Background: an optimization exercise with open tools, aiming at small area, a short achievable clock period and few clock cycles per item. Do not read the settings as production practice. RTL that was checked went through simulation tests only; none was proved equivalent to the original.

==> run D <==
==> flow/design.v (excerpt) <==
module dx_ecc (
    input  wire        clk,
    input  wire        rst,
    input  wire        in_valid,
    output wire        in_ready,
    input  wire        in_op,
    input  wire [63:0] in_data,
    input  wire [15:0] in_check,
    output reg         out_valid,
    output reg  [63:0] out_data,
    output reg  [15:0] out_check,
    output reg  [2:0]  out_status
);
    assign in_ready = 1'b1;
    function automatic [12:0] gf_pmul(input [6:0] a, input [6:0] b);
        integer i, j;
        begin
            gf_pmul = 13'd0;
            for (i = 0; i < 7; i = i + 1)
                for (j = 0; j < 7; j = j + 1)
                    gf_pmul[i + j] = gf_pmul[i + j] ^ (a[i] & b[j]);
        end
    endfunction
    function automatic [6:0] gf_mul(input [6:0] a, input [6:0] b);
        reg [12:0] p;
        integer i;
        begin
            p = 13'd0;
            for (i = 0; i < 7; i = i + 1)
                if (b[i]) p = p ^ ({6'd0, a} << i);
            for (i = 12; i >= 7; i = i - 1)
  ...
Settings: LEC_CHECK=0, CAP_MARGIN=20, CORE_MARGIN=2, CORE_UTILIZATION=60, CTS_BUF_LIST=sky130_fd_sc_hd__clkbuf_4 sky130_fd_sc_hd__clkbuf_8, SLEW_MARGIN=20; clock period 14.0 ns.
standard.sh (not shown) runs the stock make flow with config.mk's settings and CLKGATE_MAP_FILE= SYNTH_SCRIPT=/design/flow/synth_recipe.tcl, a recipe that flattens the netlist after the stock synthesis.
==> flow/flow/run.sh <==
#!/bin/bash
# Own flow: the standard layout (standard synthesis unchanged), with
#  - port buffers of sky130_fd_sc_hd__buf_2 instead of the automatically chosen cell;
set -euo pipefail
bash standard.sh \
  "SETUP_SLACK_MARGIN=${FLOW_SETUP_MARGIN:-9.7}" \
  "BUFFER_PORTS_ARGS=-buffer_cell sky130_fd_sc_hd__buf_2" \
  finish > standard_make.log 2>&1
==> run Z (differences from run D) <==
--- a/flow/design.v
+++ b/flow/design.v
@@ -110,15 +110,14 @@
     wire [63:0] d_0;
     reg  [63:0] d_1;
     reg  [63:0] d_2;
     wire [15:0] c_0;
     reg  [15:0] c_1;
     wire [6:0] s1_0;
     reg  [6:0] s1_1;
-    reg  [6:0] s1_2;
     wire [6:0] s3_0;
     reg  [6:0] s3_1;
     wire [0:0] q_0;
     reg  [0:0] q_1;
     wire [0:0] p1_0;
     reg  [0:0] p1_1;
     reg  [0:0] p1_2;
@@ -127,28 +126,29 @@
     reg  [0:0] s15_2;
     wire [14:0] cb_1;
     reg  [14:0] cb_2;
     wire [6:0] e_1;
     wire [6:0] i3_1;
     wire [6:0] z_1;
     reg  [6:0] z_2;
+    wire [6:0] s1g_1;
+    reg  [6:0] s1g_2;
     wire [0:0] t0_1;
     reg  [0:0] t0_2;
     wire [0:0] ez_1;
     reg  [0:0] ez_2;
     wire [0:0] szero_1;
     reg  [0:0] szero_2;
     wire [0:0] pz_1;
     reg  [0:0] pz_2;
     wire [6:0] x1_2;
     wire [6:0] x2_2;
     wire [0:0] in1_2;
     wire [0:0] in2_2;
     wire [0:0] s1z_2;
-    wire [0:0] corr_2;
     wire [0:0] keep_2;
     wire [0:0] e78_2;
     wire [2:0] st_2;
     wire [77:0] hit_2;
     wire [63:0] od_2;
     reg  [63:0] od_3;
     wire [14:0] oc_2;
@@ -160,14 +160,15 @@
     generate if (1) begin : g_in
         assign v_0 = in_valid;
         assign op_0 = in_op;
         assign d_0 = in_data;
         assign c_0 = in_check;
     end endgenerate
     generate if (1) begin : g_S
+        wire [13:0] cg = c_0[13:0] & {14{op_0}};
         wire [275:0] xt;
         assign xt[0] = d_0[10] ^ d_0[61];
         assign xt[1] = d_0[11] ^ d_0[62];
         assign xt[2] = d_0[3] ^ d_0[19];
         assign xt[3] = d_0[6] ^ d_0[58];
         assign xt[4] = d_0[9] ^ d_0[43];
         assign xt[5] = d_0[37] ^ d_0[38];
@@ -186,78 +187,78 @@
         assign xt[18] = d_0[26] ^ d_0[47];
         assign xt[19] = d_0[20] ^ xt[1];
         assign xt[20] = d_0[35] ^ xt[9];
         assign xt[21] = d_0[54] ^ xt[3];
         assign xt[22] = d_0[57] ^ xt[4];
         assign xt[23] = d_0[15] ^ d_0[18];
         assign xt[24] = d_0[34] ^ d_0[39];
-        assign xt[25] = d_0[48] ^ c_0[9];
+        assign xt[25] = d_0[48] ^ cg[9];
         assign xt[26] = d_0[55] ^ d_0[63];
         assign xt[27] = d_0[8] ^ xt[8];
         assign xt[28] = d_0[32] ^ xt[2];
         assign xt[29] = d_0[33] ^ xt[5];
-        assign xt[30] = c_0[7] ^ xt[10];
-        assign xt[31] = c_0[8] ^ xt[14];
+        assign xt[30] = cg[7] ^ xt[10];
+        assign xt[31] = cg[8] ^ xt[14];
         assign xt[32] = d_0[31] ^ xt[6];
         assign xt[33] = d_0[0] ^ d_0[22];
         assign xt[34] = d_0[21] ^ d_0[27];
-        assign xt[35] = d_0[40] ^ c_0[13];
+        assign xt[35] = d_0[40] ^ cg[13];
         assign xt[36] = d_0[28] ^ xt[12];
         assign xt[37] = d_0[29] ^ xt[24];
         assign xt[38] = d_0[49] ^ xt[17];
         assign xt[39] = d_0[51] ^ xt[7];
         assign xt[40] = d_0[56] ^ xt[11];
-        assign xt[41] = c_0[10] ^ xt[18];
+        assign xt[41] = cg[10] ^ xt[18];
         assign xt[42] = xt[16] ^ xt[26];
         assign xt[43] = d_0[30] ^ xt[22];
-        assign xt[44] = c_0[11] ^ xt[30];
+        assign xt[44] = cg[11] ^ xt[30];
         assign xt[45] = xt[13] ^ xt[29];
         assign xt[46] = xt[15] ^ xt[21];
         assign xt[47] = xt[20] ^ xt[27];
         assign xt[48] = d_0[50] ^ xt[23];
-        assign xt[49] = c_0[5] ^ xt[42];
-        assign xt[50] = c_0[12] ^ xt[31];
+        assign xt[49] = cg[5] ^ xt[42];
+        assign xt[50] = cg[12] ^ xt[31];
         assign xt[51] = xt[19] ^ xt[25];
-        assign xt[52] = c_0[6] ^ xt[47];
+        assign xt[52] = cg[6] ^ xt[47];
         assign xt[53] = xt[32] ^ xt[39];
         assign xt[54] = xt[33] ^ xt[46];
         assign xt[55] = xt[41] ^ xt[51];
-        assign xt[56] = c_0[4] ^ xt[35];
+        assign xt[56] = cg[4] ^ xt[35];
         assign xt[57] = d_0[58] ^ xt[28];
         assign xt[58] = d_0[63] ^ xt[38];
         assign xt[59] = xt[6] ^ xt[48];
         assign xt[60] = xt[34] ^ xt[37];
-        assign xt[61] = c_0[3] ^ xt[44];
+        assign xt[61] = cg[3] ^ xt[44];
         assign xt[62] = xt[1] ^ xt[43];
         assign xt[63] = xt[40] ^ xt[50];
         assign xt[64] = d_0[0] ^ d_0[48];
         assign xt[65] = d_0[4] ^ d_0[28];
         assign xt[66] = d_0[9] ^ d_0[23];
         assign xt[67] = d_0[11] ^ d_0[25];
         assign xt[68] = d_0[12] ^ d_0[15];
-        assign xt[69] = d_0[19] ^ c_0[7];
+        assign xt[69] = d_0[19] ^ cg[7];
         assign xt[70] = d_0[26] ^ d_0[59];
         assign xt[71] = d_0[32] ^ d_0[40];
         assign xt[72] = d_0[33] ^ d_0[61];
         assign xt[73] = d_0[41] ^ d_0[42];
         assign xt[74] = d_0[34] ^ xt[12];
         assign xt[75] = d_0[37] ^ xt[17];
         assign xt[76] = d_0[45] ^ xt[34];
         assign xt[77] = d_0[47] ^ xt[10];
         assign xt[78] = d_0[51] ^ xt[0];
-        assign xt[79] = c_0[0] ^ xt[7];
-        assign xt[80] = c_0[8] ^ xt[13];
-        assign xt[81] = c_0[9] ^ xt[67];
-        assign xt[82] = c_0[13] ^ xt[2];
+        assign xt[79] = cg[0] ^ xt[7];
+        assign xt[80] = cg[8] ^ xt[13];
+        assign xt[81] = cg[9] ^ xt[67];
+        assign xt[82] = cg[13] ^ xt[2];
         assign xt[83] = xt[4] ^ xt[73];
         assign xt[84] = xt[35] ^ xt[68];
         assign xt[85] = d_0[38] ^ xt[36];
-        assign xt[86] = c_0[1] ^ xt[36];
-        assign xt[87] = c_0[2] ^ xt[28];
-        assign xt[88] = c_0[4] ^ xt[19];
+        assign xt[86] = cg[1] ^ xt[36];
+        assign xt[87] = cg[2] ^ xt[28];
+        assign xt[88] = cg[4] ^ xt[19];
         assign xt[89] = xt[5] ^ xt[20];
         assign xt[90] = xt[11] ^ xt[79];
         assign xt[91] = xt[21] ^ xt[77];
         assign xt[92] = d_0[5] ^ xt[60];
         assign xt[93] = d_0[29] ^ xt[45];
         assign xt[94] = d_0[57] ^ xt[57];
         assign xt[95] = d_0[62] ^ xt[32];
@@ -291,54 +292,54 @@
         assign xt[123] = xt[50] ^ xt[58];
         assign xt[124] = xt[86] ^ xt[91];
         assign xt[125] = xt[122] ^ xt[93];
         assign xt[126] = xt[95] ^ xt[123];
         assign xt[127] = xt[124] ^ xt[125];
         assign xt[128] = xt[126] ^ xt[127];
         assign xt[129] = d_0[7] ^ d_0[16];
-        assign xt[130] = c_0[13] ^ xt[5];
+        assign xt[130] = cg[13] ^ xt[5];
         assign xt[131] = xt[8] ^ xt[11];
         assign xt[132] = xt[14] ^ xt[25];
         assign xt[133] = xt[26] ^ xt[129];
         assign xt[134] = xt[37] ^ xt[130];
         assign xt[135] = xt[131] ^ xt[132];
         assign xt[136] = xt[133] ^ xt[87];
         assign xt[137] = xt[134] ^ xt[135];
         assign xt[138] = xt[62] ^ xt[96];
         assign xt[139] = xt[136] ^ xt[137];
         assign xt[140] = xt[138] ^ xt[139];
         assign xt[141] = d_0[20] ^ d_0[49];
         assign xt[142] = d_0[55] ^ d_0[56];
-        assign xt[143] = c_0[10] ^ xt[8];
+        assign xt[143] = cg[10] ^ xt[8];
         assign xt[144] = xt[16] ^ xt[66];
         assign xt[145] = xt[70] ^ xt[141];
         assign xt[146] = xt[142] ^ xt[143];
         assign xt[147] = xt[144] ^ xt[145];
         assign xt[148] = xt[146] ^ xt[147];
         assign xt[149] = xt[61] ^ xt[94];
         assign xt[150] = xt[100] ^ xt[148];
         assign xt[151] = xt[105] ^ xt[149];
         assign xt[152] = xt[150] ^ xt[151];
         assign xt[153] = d_0[10] ^ d_0[14];
         assign xt[154] = d_0[43] ^ d_0[50];
         assign xt[155] = d_0[57] ^ d_0[60];
-        assign xt[156] = c_0[11] ^ xt[71];
+        assign xt[156] = cg[11] ^ xt[71];
         assign xt[157] = xt[153] ^ xt[154];
         assign xt[158] = xt[155] ^ xt[27];
         assign xt[159] = xt[29] ^ xt[156];
         assign xt[160] = xt[157] ^ xt[46];
         assign xt[161] = xt[88] ^ xt[158];
         assign xt[162] = xt[159] ^ xt[92];
         assign xt[163] = xt[160] ^ xt[161];
         assign xt[164] = xt[102] ^ xt[162];
         assign xt[165] = xt[163] ^ xt[164];
         assign xt[166] = d_0[3] ^ d_0[14];
         assign xt[167] = d_0[21] ^ d_0[22];
         assign xt[168] = d_0[35] ^ d_0[44];
-        assign xt[169] = c_0[12] ^ xt[3];
+        assign xt[169] = cg[12] ^ xt[3];
         assign xt[170] = xt[24] ^ xt[70];
         assign xt[171] = xt[72] ^ xt[166];
         assign xt[172] = xt[167] ^ xt[168];
         assign xt[173] = xt[39] ^ xt[81];
         assign xt[174] = xt[84] ^ xt[169];
         assign xt[175] = xt[170] ^ xt[171];
         assign xt[176] = xt[172] ^ xt[85];
@@ -350,15 +351,15 @@
         assign xt[182] = xt[37] ^ xt[40];
         assign xt[183] = xt[41] ^ xt[84];
         assign xt[184] = xt[181] ^ xt[182];
         assign xt[185] = xt[183] ^ xt[95];
         assign xt[186] = xt[184] ^ xt[103];
         assign xt[187] = xt[104] ^ xt[185];
         assign xt[188] = xt[186] ^ xt[187];
-        assign xt[189] = c_0[5] ^ xt[72];
+        assign xt[189] = cg[5] ^ xt[72];
         assign xt[190] = xt[28] ^ xt[30];
         assign xt[191] = xt[83] ^ xt[189];
         assign xt[192] = xt[90] ^ xt[190];
         assign xt[193] = xt[191] ^ xt[55];
         assign xt[194] = xt[192] ^ xt[106];
         assign xt[195] = xt[193] ^ xt[194];
         assign xt[196] = d_0[0] ^ d_0[17];
@@ -375,16 +376,16 @@
         assign xt[207] = xt[205] ^ xt[31];
         assign xt[208] = xt[82] ^ xt[206];
         assign xt[209] = xt[85] ^ xt[207];
         assign xt[210] = xt[208] ^ xt[92];
         assign xt[211] = xt[97] ^ xt[209];
         assign xt[212] = xt[108] ^ xt[210];
         assign xt[213] = xt[211] ^ xt[212];
-        assign xt[214] = d_0[52] ^ c_0[1];
-        assign xt[215] = c_0[6] ^ xt[33];
+        assign xt[214] = d_0[52] ^ cg[1];
+        assign xt[215] = cg[6] ^ xt[33];
         assign xt[216] = xt[66] ^ xt[214];
         assign xt[217] = xt[74] ^ xt[76];
         assign xt[218] = xt[81] ^ xt[215];
         assign xt[219] = xt[216] ^ xt[57];
         assign xt[220] = xt[217] ^ xt[218];
         assign xt[221] = xt[96] ^ xt[99];
         assign xt[222] = xt[101] ^ xt[219];
@@ -396,26 +397,26 @@
         assign xt[228] = xt[25] ^ xt[225];
         assign xt[229] = xt[226] ^ xt[31];
         assign xt[230] = xt[227] ^ xt[228];
         assign xt[231] = xt[229] ^ xt[230];
         assign xt[232] = xt[94] ^ xt[231];
         assign xt[233] = xt[232] ^ xt[109];
         assign xt[234] = d_0[2] ^ d_0[55];
-        assign xt[235] = c_0[3] ^ c_0[12];
+        assign xt[235] = cg[3] ^ cg[12];
         assign xt[236] = xt[7] ^ xt[69];
         assign xt[237] = xt[234] ^ xt[235];
         assign xt[238] = xt[56] ^ xt[74];
         assign xt[239] = xt[236] ^ xt[237];
         assign xt[240] = xt[59] ^ xt[89];
         assign xt[241] = xt[238] ^ xt[239];
         assign xt[242] = xt[62] ^ xt[240];
         assign xt[243] = xt[241] ^ xt[104];
         assign xt[244] = xt[242] ^ xt[243];
         assign xt[245] = d_0[22] ^ d_0[46];
-        assign xt[246] = d_0[53] ^ c_0[2];
+        assign xt[246] = d_0[53] ^ cg[2];
         assign xt[247] = xt[23] ^ xt[69];
         assign xt[248] = xt[245] ^ xt[246];
         assign xt[249] = xt[78] ^ xt[247];
         assign xt[250] = xt[248] ^ xt[249];
         assign xt[251] = xt[55] ^ xt[100];
         assign xt[252] = xt[250] ^ xt[102];
         assign xt[253] = xt[103] ^ xt[251];
@@ -426,15 +427,15 @@
         assign xt[258] = xt[255] ^ xt[19];
         assign xt[259] = xt[76] ^ xt[78];
         assign xt[260] = xt[256] ^ xt[257];
         assign xt[261] = xt[258] ^ xt[259];
         assign xt[262] = xt[260] ^ xt[93];
         assign xt[263] = xt[97] ^ xt[261];
         assign xt[264] = xt[262] ^ xt[263];
-        assign xt[265] = c_0[0] ^ c_0[14];
+        assign xt[265] = cg[0] ^ c_0[14];
         assign xt[266] = xt[265] ^ xt[48];
         assign xt[267] = xt[45] ^ xt[60];
         assign xt[268] = xt[86] ^ xt[87];
         assign xt[269] = xt[266] ^ xt[63];
         assign xt[270] = xt[98] ^ xt[267];
         assign xt[271] = xt[268] ^ xt[106];
         assign xt[272] = xt[108] ^ xt[269];
@@ -513,49 +514,49 @@
         assign rd[7] = xr[29];
         assign rd[8] = xr[31];
         assign rd[9] = xr[32];
         assign rd[10] = xr[34];
         assign rd[11] = xr[37];
         assign rd[12] = xr[38];
         assign rd[13] = xr[40];
-        assign cb_1 = op_1 ? c_1[14:0] : {q_1, rd ^ c_1[13:0]};
+        assign cb_1 = op_1 ? c_1[14:0] : {q_1, rd};
     end endgenerate
     generate if (1) begin : g_E
         assign e_1 = gf_mul(s1_1, gf_sq(s1_1)) ^ s3_1;
         assign i3_1 = gf_inv3(s1_1);
     end endgenerate
     generate if (1) begin : g_K
+        assign s1g_1 = s1_1 & {7{op_1}};
         wire [12:0] kp = gf_pmul(s3_1, i3_1);
         assign z_1 = gf_ht13(kp);
         assign t0_1 = ^(kp & 13'h0881);
         assign ez_1 = (e_1 == 7'd0);
         assign szero_1 = (s1_1 == 7'd0) && (e_1 == 7'd0);
         wire [6:0] ts1 = s1_1 ^ 7'h40;
         wire tz = (ts1 == 7'd0) && (e_1 == 7'h12);
         wire ts = in_set(ts1) && (e_1 == (pois_lin(s1_1) ^ 7'h12));
         wire [1:0] tp = {s15_1, p1_1} ^ 2'd2;
         assign pz_1 = (tz && (tp != 2'd3)) || (ts && (tp == 2'd1));
     end endgenerate
     generate if (1) begin : g_X
-        assign x1_2 = gf_mul(s1_2, z_2);
-        assign x2_2 = x1_2 ^ s1_2;
+        assign x1_2 = gf_mul(s1g_2, z_2);
+        assign x2_2 = x1_2 ^ s1g_2;
         assign in1_2 = in_set(x1_2);
         assign in2_2 = in_set(x2_2);
-        assign s1z_2 = (s1_2 == 7'd0);
+        assign s1z_2 = (s1g_2 == 7'd0);
     end endgenerate
     generate if (1) begin : g_st
         wire ok1 = !s1z_2 && ez_2 && in2_2;
         wire ok2 = !s1z_2 && !ez_2 && t0_2 && in1_2 && in2_2;
         wire one = (ok1 && p1_2 && !s15_2) || (szero_2 && (p1_2 ^ s15_2));
         wire two = (ok2 && !p1_2 && !s15_2) || (ok1 && (p1_2 == s15_2)) || (szero_2 && p1_2 && s15_2);
         wire clean = szero_2 && !p1_2 && !s15_2;
         assign st_2 = !op_2 || clean ? 3'd0 : one ? 3'd1 : two ? 3'd2 : pz_2 ? 3'd3 : 3'd4;
-        assign corr_2 = op_2 && (one || two);
         assign keep_2 = !op_2 || clean || one || two;
-        assign e78_2 = p1_2 ^ (ez_2 && !szero_2);
+        assign e78_2 = op_2 && (p1_2 ^ (ez_2 && !szero_2));
     end endgenerate
     generate if (1) begin : g_hit
         assign hit_2[0] = (x1_2 == 7'h01) || (x2_2 == 7'h01);
         assign hit_2[1] = (x1_2 == 7'h02) || (x2_2 == 7'h02);
         assign hit_2[2] = (x1_2 == 7'h04) || (x2_2 == 7'h04);
         assign hit_2[3] = (x1_2 == 7'h08) || (x2_2 == 7'h08);
         assign hit_2[4] = (x1_2 == 7'h10) || (x2_2 == 7'h10);
@@ -630,37 +631,37 @@
         assign hit_2[73] = (x1_2 == 7'h7d) || (x2_2 == 7'h7d);
         assign hit_2[74] = (x1_2 == 7'h73) || (x2_2 == 7'h73);
         assign hit_2[75] = (x1_2 == 7'h6f) || (x2_2 == 7'h6f);
         assign hit_2[76] = (x1_2 == 7'h57) || (x2_2 == 7'h57);
         assign hit_2[77] = (x1_2 == 7'h27) || (x2_2 == 7'h27);
     end endgenerate
     generate if (1) begin : g_out
-        assign od_2 = {64{keep_2}} & (d_2 ^ ({64{corr_2}} & hit_2[77:14]));
-        assign oc_2 = {15{keep_2}} & (cb_2 ^ ({15{corr_2}} & {e78_2, hit_2[13:0]}));
+        assign od_2 = {64{keep_2}} & (d_2 ^ hit_2[77:14]);
+        assign oc_2 = {15{keep_2}} & (cb_2 ^ {e78_2, hit_2[13:0]});
         assign ost_2 = st_2;
         assign ov_2 = v_2;
     end endgenerate
     always @(posedge clk) begin
         v_1 <= rst ? 1'b0 : v_0;
         v_2 <= rst ? 1'b0 : v_1;
         op_1 <= op_0;
         op_2 <= op_1;
         d_1 <= d_0;
         d_2 <= d_1;
         c_1 <= c_0;
         s1_1 <= s1_0;
-        s1_2 <= s1_1;
         s3_1 <= s3_0;
         q_1 <= q_0;
         p1_1 <= p1_0;
         p1_2 <= p1_1;
         s15_1 <= s15_0;
         s15_2 <= s15_1;
         cb_2 <= cb_1;
         z_2 <= z_1;
+        s1g_2 <= s1g_1;
         t0_2 <= t0_1;
         ez_2 <= ez_1;
         szero_2 <= szero_1;
         pz_2 <= pz_1;
         od_3 <= od_2;
         oc_3 <= oc_2;
         ost_3 <= ost_2;
==> flow/flow/run.sh (replaced) <==
#!/bin/bash
# Own flow: the standard layout (standard synthesis unchanged), with
#  - port buffers of sky130_fd_sc_hd__buf_2 instead of the automatically chosen cell;
set -euo pipefail
bash standard.sh \
  "SETUP_SLACK_MARGIN=${FLOW_SETUP_MARGIN:-9.5}" \
  "BUFFER_PORTS_ARGS=-buffer_cell sky130_fd_sc_hd__buf_2" \
  finish > standard_make.log 2>&1
- CORE_UTILIZATION: 60 -> 68
- CTS_CLUSTER_DIAMETER: default -> 80
- CTS_CLUSTER_SIZE: default -> 16
==> notes <==
Of run D and run Z, run D has the higher maximum frequency (gap about 3.7%, measured against run Z).
In run Z the synthesized cell count is smaller than in run D, by 6.1%.
Against run D, the global-route usage of run Z is higher by 2.7 points.
Non-clock buffer count: run Z is lower than run D (50).
First-iteration DRC count: run D is higher than run Z (9.5%).
Against run D, the hold slack of run Z is better by 0.024 ns.
Between run D and run Z, the lower cell area is in run Z (gap 16%, measured against run Z).
Testbench counts of run Z, summed over its fixed seeds: cycles 12,024, items 12,000.
The RTL of run D was laid out without a check of its function.

==> what the ideal ports hide <==
The flow's constraints put no driver on any port. The routed layouts listed below were extracted and timed again, unchanged, in two steps.
Step 1 assumes that a clkbuf_16 drives the clock port and a buf_2 every other input.
Step 2 also shifts input and output timing later by t, the mid clock arrival at the registers, as if the neighbouring blocks saw the same clock.
a / b / c = ideal ports / drivers / drivers and shift; a / b = the first two.
run	shift t [ns]	setup WS [ns]	worst setup path after step 2	worst slew at a driven data input, ns	pins driven straight from the clock port
run D	0.588	9.646 / 9.646 / 9.174	input to register	0.05	1
run Z	0.600	9.483 / 9.483 / 9.036	input to register	0.06	1
After both steps setup and hold are still met in every run listed. The setup slack of run D, which loses most, moves by 0.000 ns with the drivers and by -0.472 ns with both steps.
